From an optimization exercise on the open Yosys and OpenROAD flow, aimed at small area, a short achievable clock period and few clock cycles per item; shortcuts taken in it are not production practice. At most, simulation tests tie the RTL to the original design; equivalence was not proved.

==> run Z: inputs <==
// kx_line_packer
module kx_line_packer (
    input  wire        clk,
    input  wire        rst,
    input  wire [11:0] cfg_nozzles,    
    input  wire [3:0]  cfg_def,        
    input  wire [1:0]  cfg_op1,        
    input  wire [1:0]  cfg_op2,
    input  wire [1:0]  cfg_op3,
    input  wire        cfg_mask_en,    
    input  wire [31:0] cfg_sub,        
    input  wire [1:0]  cfg_sub_cap,
    input  wire [11:0] cfg_ovl_hi,     
    input  wire [11:0] cfg_ovl_lo,     
    input  wire        in_valid,
    output wire        in_ready,
    input  wire [3:0]  in_line,        
    input  wire [15:0] in_l0,          
    input  wire [15:0] in_l1,
    input  wire [15:0] in_l2,
    input  wire [15:0] in_l3,
    input  wire [2:0]  in_cov,         
    input  wire [7:0]  in_mask,        
    input  wire [7:0]  in_dead,        
    output reg         out_valid,
    output reg         out_last,
    output reg  [15:0] out_codes
);
Settings: LEC_CHECK=0, ABC_AREA=1, CAP_MARGIN=20, CORE_MARGIN=2, CORE_UTILIZATION=40, CTS_CLUSTER_DIAMETER=40, CTS_CLUSTER_SIZE=8, SLEW_MARGIN=20; clock period 13.0 ns.
run.sh (not shown) runs the stock make flow with config.mk's settings and CLKGATE_MAP_FILE= SYNTH_SCRIPT=/design/flow/synth_recipe.tcl, a recipe that flattens the netlist after the stock synthesis.
==> inputs of run A, as changes to run Z <==
--- a/flow/design.v
+++ b/flow/design.v
@@ -154,103 +154,83 @@
         for (i = 0; i < 16; i = i + 1)
             r_subm[2*i +: 2] <= min2(cfg_sub_cap, cfg_sub[2*i +: 2]);
     end
     reg         tbl_ok;
     reg  [4:0]  eng_t;
     reg  [20:0] lo_e1, lo_e2, lo_e3, lo_e4, lo_e8;    
     reg  [20:0] hi_e1, hi_e2, hi_e3, hi_e4, hi_e8;
     reg  [20:0] hi_init;                             
-    wire        eng_run  = ~tbl_ok & (in_valid | (eng_t != 5'd0));
-    wire [4:0]  eng_tn   = (eng_t == 5'd19) ? 5'd0 : eng_t + 5'd1;
-    wire [3:0]  eng_nn   = eng_tn[3:0] - 4'd10;      
-    wire [3:0]  hi_init_o = 4'd8 - {1'b0, r_hs[2:0]};
-    reg         eng_isdv, eng_d0, eng_iswk, eng_n1, eng_le4, eng_ge4, eng_icap, eng_last;
+    wire        eng_run  = ~tbl_ok & in_valid;
+    wire        eng_isdv = (eng_t >= 5'd1) & (eng_t <= 5'd9);
     wire        eng_div  = eng_run & eng_isdv;
-    wire        eng_walk = eng_run & eng_iswk;
-    wire        eng_done = eng_run & eng_last;
+    wire        eng_d0   = (eng_t == 5'd1);
+    wire        eng_walk = eng_run & (eng_t >= 5'd10) & (eng_t <= 5'd17);
+    wire [3:0]  eng_n    = eng_t[3:0] - 4'd9;        
+    wire        eng_done = eng_run & (eng_t == 5'd18);
+    wire [3:0]  hi_init_o = 4'd8 - {1'b0, r_hs[2:0]};
     function [20:0] eng_step(input div, input d0, input [20:0] e1,
-                             input [12:0] e1m, input [20:0] wop, input [11:0] wm1);
-        reg [12:0] x, y, z;
-        reg [13:0] s, sd;
-        reg [13:0] as, as0, as1;
+                             input [20:0] wop, input [11:0] wm1);
+        reg [12:0] a, b;
+        reg        ci;
+        reg [13:0] s;
+        reg [25:0] cs;
+        reg [13:0] sd;
+        reg [13:0] as;
         begin
-            x  = div ? {(d0 ? 12'd0 : e1[11:0]), d0} : {1'b0, wop[11:0]};
-            y  = div ? 13'd0 : {1'b0, e1[11:0]};
-            z  = div ? ~{1'b0, wm1} : e1m;
-            s  = add13(x, y, 1'b0);
-            sd = add13(x, z, 1'b0);
-            as0 = add13({4'd0, wop[20:12]}, {4'd0, e1[20:12]}, 1'b0);
-            as1 = add13({4'd0, wop[20:12]}, {4'd0, e1[20:12]}, 1'b1);
-            as  = sd[12] ? as0 : as1;
+            a  = div ? (d0 ? 13'd0 : {1'b0, e1[11:0]}) : {1'b0, wop[11:0]};
+            b  = (div & d0) ? 13'd0 : {1'b0, e1[11:0]};
+            ci = div & d0;
+            s  = add13(a, b, ci);
+            cs = csa13(a, b, ~{1'b0, wm1});
+            sd = add13(cs[12:0], {cs[24:13], ci}, 1'b0);
+            as = add13({4'd0, wop[20:12]}, {4'd0, e1[20:12]}, ~sd[12]);
             eng_step[11:0] = sd[12] ? s[11:0] : sd[11:0];
             if (div)
                 eng_step[20:12] = {(d0 ? 8'd0 : e1[19:12]), ~sd[12]};
             else
                 eng_step[20:12] = as[9] ? 9'h1ff : as[8:0];
         end
     endfunction
-    reg  [12:0] lo_e1m, hi_e1m;
-    wire [20:0] lo_wop = eng_n1 ? 21'd0 : eng_le4 ? lo_e4 : lo_e8;
-    wire [20:0] hi_wop = eng_n1 ? 21'd0 : eng_le4 ? hi_e4 : hi_e8;
-    wire [20:0] lo_enx = eng_step(eng_isdv, eng_d0, lo_e1, lo_e1m, lo_wop, r_wlo);
-    wire [20:0] hi_enx = eng_step(eng_isdv, eng_d0, hi_e1, hi_e1m, hi_wop, r_whi);
-    wire [13:0] lo_e1m_s = add13({1'b0, lo_e1[11:0]}, ~{1'b0, r_wlo}, 1'b0);
-    wire [13:0] hi_e1m_s = add13({1'b0, hi_e1[11:0]}, ~{1'b0, r_whi}, 1'b0);
+    wire [20:0] lo_wop = (eng_n == 4'd1) ? 21'd0 : (eng_n <= 4'd4) ? lo_e4 : lo_e8;
+    wire [20:0] hi_wop = (eng_n == 4'd1) ? 21'd0 : (eng_n <= 4'd4) ? hi_e4 : hi_e8;
+    wire [20:0] lo_enx = eng_step(eng_isdv, eng_d0, lo_e1, lo_wop, r_wlo);
+    wire [20:0] hi_enx = eng_step(eng_isdv, eng_d0, hi_e1, hi_wop, r_whi);
     wire line_idle;
     always @(posedge clk) begin
         if (rst) begin
-            tbl_ok   <= 1'b0;
-            eng_t    <= 5'd0;
-            eng_isdv <= 1'b0;
-            eng_d0   <= 1'b0;
-            eng_iswk <= 1'b0;
-            eng_n1   <= 1'b0;
-            eng_le4  <= 1'b0;
-            eng_ge4  <= 1'b0;
-            eng_icap <= 1'b0;
-            eng_last <= 1'b0;
+            tbl_ok <= 1'b0;
+            eng_t  <= 5'd0;
         end else begin
-            if (eng_run) begin
-                eng_t    <= eng_tn;
-                eng_isdv <= (eng_tn >= 5'd1) & (eng_tn <= 5'd9);
-                eng_d0   <= (eng_tn == 5'd1);
-                eng_iswk <= (eng_tn >= 5'd11) & (eng_tn <= 5'd18);
-                eng_n1   <= (eng_tn == 5'd11);
-                eng_le4  <= (eng_tn <= 5'd14);
-                eng_ge4  <= (eng_tn >= 5'd14);
-                eng_icap <= (eng_tn >= 5'd11) & (eng_tn <= 5'd18) & (eng_nn == hi_init_o);
-                eng_last <= (eng_tn == 5'd19);
-            end
+            if (eng_run)
+                eng_t <= eng_done ? 5'd0 : eng_t + 5'd1;
             if (eng_done)
                 tbl_ok <= 1'b1;
             else if (line_idle)
                 tbl_ok <= 1'b0;
         end
     end
     always @(posedge clk) begin
         if (eng_div) begin
             lo_e1 <= lo_enx;
             hi_e1 <= hi_enx;
         end
-        lo_e1m <= lo_e1m_s[12:0];
-        hi_e1m <= hi_e1m_s[12:0];
-        if (eng_walk && eng_le4) begin
+        if (eng_walk && eng_n <= 4'd4) begin
             lo_e4 <= lo_enx;
             lo_e3 <= lo_e4;
             lo_e2 <= lo_e3;
             hi_e4 <= hi_enx;
             hi_e3 <= hi_e4;
             hi_e2 <= hi_e3;
         end
-        if (eng_walk && eng_ge4) begin
+        if (eng_walk && eng_n >= 4'd4) begin
             lo_e8 <= lo_enx;
             hi_e8 <= hi_enx;
         end
-        if (eng_walk && eng_icap)
+        if (eng_walk && eng_n == hi_init_o)
             hi_init <= hi_enx;
     end
     assign in_ready = tbl_ok;
     wire in_fire = in_valid & tbl_ok;
     reg  [8:0] apos;          
     wire [13:0] apos_s  = radd13({4'd0, apos}, 13'd0, 1'b1);
     wire [8:0]  apos_inc = apos_s[8:0];
     wire        f_last  = (apos_inc == cfg_nozzles[11:3]);
@@ -273,49 +253,46 @@
             s0_code[2*i +: 2] = v;
         end
     end
     reg  [7:0]  lo_t;
     reg  [11:0] lo_rn;
     reg  [7:0]  hi_t;
     reg  [11:0] hi_r;
     function [20:0] fwd_rn(input [7:0] t, input [11:0] rn, input [20:0] e, input [11:0] wm1);
-        reg [13:0] d, dw, ts, t1;
+        reg [13:0] d, dw, ts;
         reg [25:0] cs;
         begin
             d  = add13({1'b0, rn}, ~{1'b0, e[11:0]}, 1'b1);
             cs = csa13({1'b0, rn}, ~{1'b0, e[11:0]}, {1'b0, wm1});
             dw = add13(cs[12:0], {cs[24:13], 1'b1}, 1'b1);
-            ts = add13({5'd0, t}, {5'd0, e[19:12]}, 1'b0);
-            t1 = add13({5'd0, t}, {5'd0, e[19:12]}, 1'b1);
-            fwd_rn = {1'b0, d[13] ? ts[7:0] : t1[7:0], d[13] ? d[11:0] : dw[11:0]};
+            ts = add13({5'd0, t}, {5'd0, e[19:12]}, ~d[13]);
+            fwd_rn = {1'b0, ts[7:0], d[13] ? d[11:0] : dw[11:0]};
         end
     endfunction
     function [20:0] back_r(input [7:0] t, input [11:0] r, input [20:0] e, input [11:0] wm1);
-        reg [13:0] d, dw, ts, t1;
+        reg [13:0] d, dw, ts;
         reg [25:0] cs;
         begin
             d  = add13({1'b0, r}, ~{1'b0, e[11:0]}, 1'b1);
             cs = csa13({1'b0, r}, ~{1'b0, e[11:0]}, {1'b0, wm1});
             dw = add13(cs[12:0], {cs[24:13], 1'b1}, 1'b1);
-            ts = add13({5'd0, t}, ~{5'd0, e[19:12]}, 1'b0);
-            t1 = add13({5'd0, t}, ~{5'd0, e[19:12]}, 1'b1);
-            back_r = {1'b0, d[13] ? t1[7:0] : ts[7:0], d[13] ? d[11:0] : dw[11:0]};
+            ts = add13({5'd0, t}, ~{5'd0, e[19:12]}, d[13]);
+            back_r = {1'b0, ts[7:0], d[13] ? d[11:0] : dw[11:0]};
         end
     endfunction
     function [20:0] fwd_r(input [7:0] t, input [11:0] r, input [20:0] e, input [11:0] wm1);
-        reg [13:0] s, sd, ts, t1;
+        reg [13:0] s, sd, ts;
         reg [25:0] cs;
         begin
             s  = add13({1'b0, r}, {1'b0, e[11:0]}, 1'b0);
             cs = csa13({1'b0, r}, {1'b0, e[11:0]}, ~{1'b0, wm1});
             sd = add13(cs[12:0], {cs[24:13], 1'b0}, 1'b0);
-            ts = add13({5'd0, t}, {5'd0, e[19:12]}, 1'b0);
-            t1 = add13({5'd0, t}, {5'd0, e[19:12]}, 1'b1);
-            fwd_r = {1'b0, sd[12] ? ts[7:0] : t1[7:0], sd[12] ? s[11:0] : sd[11:0]};
+            ts = add13({5'd0, t}, {5'd0, e[19:12]}, ~sd[12]);
+            fwd_r = {1'b0, ts[7:0], sd[12] ? s[11:0] : sd[11:0]};
         end
     endfunction
     wire [20:0] lo_s3 = fwd_rn(lo_t, lo_rn, lo_e4, r_wlo);
     wire [20:0] lo_s8 = fwd_rn(lo_t, lo_rn, lo_e8, r_wlo);
     wire [20:0] hi_s3 = back_r(hi_t, hi_r, hi_e4, r_whi);
     wire [20:0] hi_f8 = fwd_r(hi_t, hi_r, hi_e8, r_whi);
     wire [5:0] lo_c = {
         ~ge13({1'b0, lo_s3[11:0]}, {1'b0, lo_e3[11:0]}),
@@ -350,32 +327,29 @@
             end
         end
     end
     reg              a_valid;
     reg              a_first, a_last, a_pos0;
     reg  [15:0]      a_code;
     reg  [LANES-1:0] a_dead;
     reg  [3:0]       a_x;
-    reg  [3:0]       a_pop;       
     reg  [7:0]       a_lo_tb, a_lo_t3, a_lo_t7, a_hi_t7, a_hi_t3;
     reg  [5:0]       a_lo_c, a_hi_c;
     reg              a_lo_all, a_lo_at, a_hi_all, a_hi_at;
     always @(posedge clk) begin
         if (rst)
             a_valid <= 1'b0;
         else
             a_valid <= in_fire;
         a_first  <= (apos == 9'd0);
         a_last   <= f_last;
         a_pos0   <= apos[0];
         a_code   <= s0_code;
         a_dead   <= in_dead;
-        a_pop    <= {3'd0, in_dead[0]} + {3'd0, in_dead[1]} + {3'd0, in_dead[2]} + {3'd0, in_dead[3]}
-                  + {3'd0, in_dead[4]} + {3'd0, in_dead[5]} + {3'd0, in_dead[6]} + {3'd0, in_dead[7]};
         a_x      <= in_line;
         a_lo_tb  <= lo_t;
         a_lo_t3  <= lo_s3[19:12];
         a_lo_t7  <= lo_s8[19:12];
         a_hi_t7  <= hi_t;
         a_hi_t3  <= hi_s3[19:12];
         a_lo_c   <= lo_c;
         a_hi_c   <= hi_c;
@@ -443,17 +417,17 @@
                 3: hi_kill = ~rge13({5'd0, d}, {5'd0, a_hi_t3});
                 4: hi_kill = hi_kill_f(a_hi_t7, hi_e3[20:12], a_hi_c[3], d);
                 5: hi_kill = hi_kill_f(a_hi_t7, hi_e2[20:12], a_hi_c[4], d);
                 6: hi_kill = hi_kill_f(a_hi_t7, hi_e1[20:12], a_hi_c[5], d);
                 default: hi_kill = ~rge13({5'd0, d}, {5'd0, a_hi_t7});
             endcase
             s1_keep[i] = ~(in_lo & lo_kill) & ~(in_hi & hi_kill);
         end
-        srv_d = radd13({4'd0, srv_left}, ~{9'd0, a_pop}, 1'b1);
+        srv_d = radd13({4'd0, srv_left}, ~{9'd0, pcnt}, 1'b1);
     end
     always @(posedge clk) begin
         if (rst)
             srv_left <= 9'd256;
         else if (a_valid)
             srv_left <= a_last ? 9'd256 : srv_d[13] ? srv_d[8:0] : 9'd0;
     end
     reg              b_valid;
- ABC_AREA: 1 -> unset
==> inputs of run B, as changes to run Z <==
--- a/flow/design.v
+++ b/flow/design.v
@@ -154,17 +154,17 @@
         for (i = 0; i < 16; i = i + 1)
             r_subm[2*i +: 2] <= min2(cfg_sub_cap, cfg_sub[2*i +: 2]);
     end
     reg         tbl_ok;
     reg  [4:0]  eng_t;
     reg  [20:0] lo_e1, lo_e2, lo_e3, lo_e4, lo_e8;    
     reg  [20:0] hi_e1, hi_e2, hi_e3, hi_e4, hi_e8;
     reg  [20:0] hi_init;                             
-    wire        eng_run  = ~tbl_ok & (in_valid | (eng_t != 5'd0));
+    wire        eng_run  = ~tbl_ok & in_valid;
     wire [4:0]  eng_tn   = (eng_t == 5'd19) ? 5'd0 : eng_t + 5'd1;
     wire [3:0]  eng_nn   = eng_tn[3:0] - 4'd10;      
     wire [3:0]  hi_init_o = 4'd8 - {1'b0, r_hs[2:0]};
     reg         eng_isdv, eng_d0, eng_iswk, eng_n1, eng_le4, eng_ge4, eng_icap, eng_last;
     wire        eng_div  = eng_run & eng_isdv;
     wire        eng_walk = eng_run & eng_iswk;
     wire        eng_done = eng_run & eng_last;
     function [20:0] eng_step(input div, input d0, input [20:0] e1,
- ABC_AREA: 1 -> unset
==> inputs of run X, as changes to run Z <==
--- a/flow/design.v
+++ b/flow/design.v
@@ -141,37 +141,45 @@
             for (k = 0; k < 13; k = k + 1) begin
                 csa13[k]      = x[k] ^ y[k] ^ z[k];
                 csa13[13 + k] = (x[k] & y[k]) | (x[k] & z[k]) | (y[k] & z[k]);
             end
         end
     endfunction
     reg  [11:0] r_wlo, r_whi, r_hs;
     reg  [31:0] r_subm;
+    reg  [3:0]  r_def;
+    reg  [1:0]  r_op1, r_op2, r_op3;
+    reg         r_mask_en;
     wire [13:0] hs_s = add13({1'b0, cfg_nozzles}, ~{1'b0, cfg_ovl_hi}, 1'b1);
     always @(posedge clk) begin
         r_wlo <= cfg_ovl_lo;
         r_whi <= cfg_ovl_hi;
         r_hs  <= hs_s[11:0];                        
+        r_def     <= cfg_def;
+        r_op1     <= cfg_op1;
+        r_op2     <= cfg_op2;
+        r_op3     <= cfg_op3;
+        r_mask_en <= cfg_mask_en;
         for (i = 0; i < 16; i = i + 1)
             r_subm[2*i +: 2] <= min2(cfg_sub_cap, cfg_sub[2*i +: 2]);
     end
     reg         tbl_ok;
     reg  [4:0]  eng_t;
     reg  [20:0] lo_e1, lo_e2, lo_e3, lo_e4, lo_e8;    
     reg  [20:0] hi_e1, hi_e2, hi_e3, hi_e4, hi_e8;
     reg  [20:0] hi_init;                             
     wire        eng_run  = ~tbl_ok & (in_valid | (eng_t != 5'd0));
     wire [4:0]  eng_tn   = (eng_t == 5'd19) ? 5'd0 : eng_t + 5'd1;
     wire [3:0]  eng_nn   = eng_tn[3:0] - 4'd10;      
     wire [3:0]  hi_init_o = 4'd8 - {1'b0, r_hs[2:0]};
     reg         eng_isdv, eng_d0, eng_iswk, eng_n1, eng_le4, eng_ge4, eng_icap, eng_last;
-    wire        eng_div  = eng_run & eng_isdv;
-    wire        eng_walk = eng_run & eng_iswk;
-    wire        eng_done = eng_run & eng_last;
+    wire        eng_div  = ~tbl_ok & eng_isdv;
+    wire        eng_walk = ~tbl_ok & eng_iswk;
+    wire        eng_done = ~tbl_ok & eng_last;
     function [20:0] eng_step(input div, input d0, input [20:0] e1,
                              input [12:0] e1m, input [20:0] wop, input [11:0] wm1);
         reg [12:0] x, y, z;
         reg [13:0] s, sd;
         reg [13:0] as, as0, as1;
         begin
             x  = div ? {(d0 ? 12'd0 : e1[11:0]), d0} : {1'b0, wop[11:0]};
             y  = div ? 13'd0 : {1'b0, e1[11:0]};
@@ -259,21 +267,21 @@
             apos <= 9'd0;
         else if (in_fire)
             apos <= f_last ? 9'd0 : apos_inc;
     end
     reg  [15:0] s0_code;
     always @(*) begin : stage0
         reg [1:0] v;
         for (i = 0; i < LANES; i = i + 1) begin
-            v = cfg_def[0] ? in_l0[2*i +: 2] : 2'b00;
-            v = apply_layer(v, in_l1[2*i +: 2], cfg_op1, cfg_def[1] & in_cov[0]);
-            v = apply_layer(v, in_l2[2*i +: 2], cfg_op2, cfg_def[2] & in_cov[1]);
-            v = apply_layer(v, in_l3[2*i +: 2], cfg_op3, cfg_def[3] & in_cov[2]);
-            if (cfg_mask_en && !in_mask[i])
+            v = r_def[0] ? in_l0[2*i +: 2] : 2'b00;
+            v = apply_layer(v, in_l1[2*i +: 2], r_op1, r_def[1] & in_cov[0]);
+            v = apply_layer(v, in_l2[2*i +: 2], r_op2, r_def[2] & in_cov[1]);
+            v = apply_layer(v, in_l3[2*i +: 2], r_op3, r_def[3] & in_cov[2]);
+            if (r_mask_en && !in_mask[i])
                 v = 2'b00;
             s0_code[2*i +: 2] = v;
         end
     end
     reg  [7:0]  lo_t;
     reg  [11:0] lo_rn;
     reg  [7:0]  hi_t;
     reg  [11:0] hi_r;
- ABC_AREA: 1 -> unset
- CTS_BUF_LIST: unset -> sky130_fd_sc_hd__clkbuf_8 sky130_fd_sc_hd__clkbuf_16
- CTS_CLUSTER_DIAMETER: 40 -> 60
- CTS_CLUSTER_SIZE: 8 -> 16
==> run_results.csv <==
group,metric,value,unit
status,outcome,"complete, no violations",
timing,slew_headroom,27.9,%
logic_synthesis,yosysUniqueCellTypes,85,
critical_path,ff2ff_setup_slack,4690,ps
min_path,worst_hold_startpoint,"hi_t[0]$_DFFE_PP_",
logic_synthesis,avgSynthCellArea,10.1,µm²
die,die_area,105000,µm²
power_and_ir_drop,maxPowerGroup,"clock",
detailed_routing,dr_total_vias,29849,
final_layout,clk_share,6.90,%
critical_path,worstRegToRegCells,33,
clock_network,insertion_delay,670,ps
place,post_dp_cell_area,44500,µm²
logic_synthesis,seq_area_frac_synth,33.1,%
critical_path,crit_start,"eng_t[2]$_SDFFE_PP0P_",
the above is filed under run A

==> run_results.csv <==
group,metric,value,unit
status,outcome,"complete, no violations",
timing,slew_headroom,27.0,%
die,die_area,112000,µm²
logic_synthesis,seq_area_frac_synth,33.4,%
place,post_dp_cell_area,47100,µm²
logic_synthesis,ys.flop_type,"edfxtp_1",
logic_synthesis,yosysUniqueCellTypes,84,
logic_synthesis,avgSynthCellArea,10.1,µm²
timing,maxSlewViolCount,0,
critical_path,crit_arrival,6180,ps
detailed_routing,dr_total_vias,31818,
final_layout,clk_share,5.30,%
critical_path,worstRegToRegCells,17,
min_path,worst_hold_startpoint,"a_code[4]$_SDFF_PP0_",
clock_network,insertion_delay,650,ps
critical_path,crit_start,"eng_le4$_SDFFE_PP0P_",
the above is filed under run X

==> run_results.csv <==
group,metric,value,unit
critical_path,ff2ff_setup_slack,7660,ps
power_and_ir_drop,maxPowerGroup,"combinational logic",
critical_path,crit_start,"in_valid",
logic_synthesis,avgSynthCellArea,8.01,µm²
final_layout,clk_share,6.77,%
critical_path,worstRegToRegCells,19,
die,die_area,115000,µm²
detailed_routing,dr_total_vias,37740,
place,post_dp_cell_area,48300,µm²
min_path,worst_hold_startpoint,"a_code[8]$_SDFF_PP0_",
status,outcome,"complete, no violations",
power_and_ir_drop,p_switching,5440,µW
logic_synthesis,yosysUniqueCellTypes,65,
clock_network,insertion_delay,660,ps
logic_synthesis,seq_area_frac_synth,32.0,%
the above is filed under run Z

==> run_results.csv <==
group,metric,value,unit
place,post_dp_cell_area,46900,µm²
critical_path,ff2ff_setup_slack,7680,ps
critical_path,crit_start,"eng_isdv$_SDFFE_PP0P_",
logic_synthesis,seq_area_frac_synth,33.1,%
detailed_routing,dr_total_vias,32063,
grt,grt_overflow,0,
status,outcome,"complete, no violations",
clock_network,insertion_delay,680,ps
logic_synthesis,avgSynthCellArea,10.0,µm²
min_path,worst_hold_startpoint,"a_code[5]$_SDFF_PP0_",
logic_synthesis,yosysUniqueCellTypes,77,
final_layout,clk_share,7.26,%
die,die_area,111000,µm²
the above is filed under run B

Testbench counts of run Z, summed over its fixed seeds: cycles 25,312, beats 24,576.
Testbench counts of run B, summed over its fixed seeds: cycles 25,312, beats 24,576.
Testbench counts of run X, summed over its fixed seeds: cycles 25,312, beats 24,576.
Function not checked in run A: the RTL went through the layout flow alone.

static timing again, ports no longer ideal:
The flow's constraints put no driver on any port. The routed layouts listed below were extracted and timed again, unchanged, in two steps. Step 1 (the two cells are an assumption about what drives the block):
set clk [get_ports {clk}]
set_driving_cell -lib_cell sky130_fd_sc_hd__clkbuf_16 $clk
set_driving_cell -lib_cell sky130_fd_sc_hd__buf_2 [delete_from_list [all_inputs] $clk]
Step 2 adds t to the input delays and takes it off the output delays; t is the mean of the earliest and latest rising clock arrival at the registers after step 1. Input paths then give back, and output paths get back, about the clock's delay inside the block. Slacks: no drivers / after step 1 / after step 2; pairs: no drivers / after step 1.
run	shift t [ns]	setup slack, ns	hold WS [ns]	worst setup path after step 2	latest minus earliest clock arrival (ns)
run Z	0.718	6.659 / 6.691 / 5.973	0.400 / 0.400 / 0.400	input to register	0.027 / 0.027
run A	0.720	4.686 / 4.686 / 4.686	0.373 / 0.373 / 0.373	register to register	0.039 / 0.039
run B	0.729	7.680 / 7.680 / 7.099	0.395 / 0.395 / 0.395	input to register	0.043 / 0.042
run X	0.708	7.159 / 7.159 / 7.023	0.399 / 0.399 / 0.399	input to register	0.033 / 0.033
After both steps every run listed still meets setup and hold. The setup slack of run Z, which loses most, moves by +0.032 ns with the drivers and by -0.686 ns with both steps.
